What follows belongs to an exercise in optimizing a design on an open flow for small area and few clock cycles per item; a production flow would make more cautious choices.
Function was checked by simulation only, so behaviour that the tests miss may differ from the original.
The flow treats the clock pin as an ideal source, which a real chip does not have.
Power is estimated from default activity; no workload was simulated.

==> flow/design.v (excerpt) <==
module rs_pair_enc (
    input  wire       clk,
    input  wire       rst,
    input  wire       in_valid,
    output wire       in_ready,
    input  wire [9:0] in_sym,
    output wire       out_valid,
    input  wire       out_ready,
    output wire [9:0] out_sym,
    output wire       out_last
);
==> flow/config.mk <==
export PLATFORM = sky130hd
export DESIGN_NAME = rs_pair_enc
export DESIGN_NICKNAME = rs_pair_enc
export VERILOG_FILES = /design/flow/design.v
export SDC_FILE = /design/flow/constraint.sdc
export NUM_CORES = 4
export LEC_CHECK = 0
export CAP_MARGIN = 20
export CORE_MARGIN = 2
export CORE_UTILIZATION = 70
export GPL_ROUTABILITY_DRIVEN = 0
export SLEW_MARGIN = 20
export SYNTH_HIERARCHICAL = 1
export SYNTH_MINIMUM_KEEP_SIZE = 0
==> flow/constraint.sdc <==
create_clock -name core_clock -period 5.0 [get_ports {clk}]
set_input_delay 1.0000 -clock core_clock [delete_from_list [all_inputs] [get_ports {clk}]]
set_output_delay 1.0000 -clock core_clock [all_outputs]
set_load 0.01 [all_outputs]
standard.sh (not shown) runs the stock make flow with config.mk's settings and CLKGATE_MAP_FILE= SYNTH_SCRIPT=/design/flow/synth_recipe.tcl, a recipe that flattens the netlist after the stock synthesis.
==> flow/flow/run.sh <==
#!/bin/bash
# Own flow: the standard layout (standard.sh), with
# - the ports buffered with the smallest buffer,
# - the clock tree built without dummy loads, from clkbuf_8 leaf clusters,
# - after global routing, gates and buffers off the critical paths downsized
#   (flow/post_grt.tcl), then slew and capacitance repaired again.
# ORFS writes each step's full log under orfs/logs; make's own output goes to
# flow_make.log here.
set -euo pipefail
export BUFFER_PORTS_ARGS="-buffer_cell sky130_fd_sc_hd__buf_1"
export CTS_ARGS="-sink_clustering_enable -repair_clock_nets -dont_use_dummy_load -buf_list {sky130_fd_sc_hd__clkbuf_8} -sink_clustering_size 20 -sink_clustering_max_diameter 60"
export POST_CTS_TCL="$(pwd)/flow/post_cts.tcl"
export POST_GLOBAL_ROUTE_TCL="$(pwd)/flow/post_grt.tcl"
bash standard.sh > flow_make.log 2>&1
==> flow/flow/post_cts.tcl <==
# After clock tree synthesis: downsize gates and buffers on paths with slack
# to spare, then re-legalise.
estimate_parasitics -placement
repair_timing -recover_power 100 -verbose
repair_design -slew_margin 20 -cap_margin 20 -verbose
detailed_placement
estimate_parasitics -placement
report_worst_slack -max
==> flow/flow/post_grt.tcl <==
# After global routing: downsize gates and buffers on paths with slack to spare,
# fix any slew or capacitance this leaves over the margins, re-legalise, and
# write the route guides again for the detailed router.
global_route -start_incremental
repair_timing -recover_power 100 -verbose
estimate_parasitics -global_routing
repair_design -slew_margin 20 -cap_margin 20 -verbose
detailed_placement
global_route -end_incremental
estimate_parasitics -global_routing
report_worst_slack -max
report_check_types -max_slew -max_capacitance
write_guides $::env(RESULTS_DIR)/route.guide
Testbench counts at the start, summed over its fixed seeds: cycles 19,716, items 18.
Rerun with:
--- a/flow/flow/run.sh
+++ b/flow/flow/run.sh
@@ -12 +11,0 @@
-export POST_CTS_TCL="$(pwd)/flow/post_cts.tcl"
removed: flow/flow/post_cts.tcl
Effect:
- The changed run finished clean
- sequential share of layout area falls by 0.15 points
- clock skew stays flat
- routed wire length stays flat
Rerun with:
--- a/flow/flow/run.sh
+++ b/flow/flow/run.sh
@@ -5,2 +5,3 @@
-# - after global routing, gates and buffers off the critical paths downsized
-#   (flow/post_grt.tcl), then slew and capacitance repaired again.
+# - after clock tree synthesis and again after global routing, gates and
+#   buffers off the critical paths downsized, then slew and capacitance
+#   repaired (flow/post_cts.tcl, flow/post_grt.tcl).
@@ -11,0 +13 @@
+export POST_CTS_TCL="$(pwd)/flow/post_cts.tcl"
==> flow/flow/post_cts.tcl (new file) <==
# After clock tree synthesis: downsize gates and buffers on paths with slack
# to spare, then re-legalise.
estimate_parasitics -placement
repair_timing -recover_power 100 -verbose
repair_design -slew_margin 20 -cap_margin 20 -verbose
detailed_placement
estimate_parasitics -placement
report_worst_slack -max
- The changed run ran to the end with no violations
- final area is about the same
- global-route usage hardly moves
- die area does not change
Rerun with:
==> flow/flow/run.sh (replaced) <==
#!/bin/bash
# Own flow: the standard layout (standard.sh), with
# - the ports buffered with the smallest buffer,
# - the clock tree built without dummy loads, from clkbuf_8 leaf clusters.
set -euo pipefail
export BUFFER_PORTS_ARGS="-buffer_cell sky130_fd_sc_hd__buf_1"
export CTS_ARGS="-sink_clustering_enable -repair_clock_nets -dont_use_dummy_load -buf_list {sky130_fd_sc_hd__clkbuf_8} -sink_clustering_size 20 -sink_clustering_max_diameter 50"
export GPL_KEEP_OVERFLOW=0
bash standard.sh > flow_make.log 2>&1
--- a/flow/config.mk
+++ b/flow/config.mk
@@ -11 +10,0 @@
-export GPL_ROUTABILITY_DRIVEN = 0
removed: flow/flow/post_cts.tcl
removed: flow/flow/post_grt.tcl
The new run passed the timing, design-rule and antenna checks.
Power rises by a few percent.
Hold slack improved by 0.029 ns.
Die area stays the same.
Cell area rises slightly.
Non-clock buffer count falls by 42.
Critical path depth falls by 4.
Wire length falls slightly.
Flip-flop and latch count is unchanged.
Setup slack got worse by 0.14 ns.
Clock-buffer cell count rises by 6.
Register-to-register slack got worse by 0.06 ns.

afterwards: timing with drivers on the ports:
The results above use ideal ports. As a check the final layouts listed here were re-extracted and re-timed, cells and wires unchanged. Step 1 sets driving cells, clkbuf_16 on the clock port and buf_2 on the other inputs (assumed; they add their load-dependent delay and slew). Step 2 adds t to the input delays and takes it off the output delays; t is the mean of the earliest and latest rising clock arrival at the registers after step 1. Input paths then give back, and output paths get back, about the clock's delay inside the block. a / b / c = ideal ports / drivers / drivers and shift; a / b = the first two.
run | t, ns | setup slack, ns | worst data-port slew with drivers (ns)
the first run | 0.631 | 0.348 / 0.348 / 0.020 | 0.04
the second run | 0.631 | 0.575 / 0.575 / 0.345 | 0.04
the third run | 0.631 | 0.348 / 0.348 / 0.020 | 0.04
the fourth run | 0.574 | 0.210 / 0.232 / -0.342 | 0.03
With both steps, setup timing fails in the fourth run, where it was met with ideal ports. The setup slack of the fourth run, which loses most, moves by +0.022 ns with the drivers and by -0.552 ns with both steps.
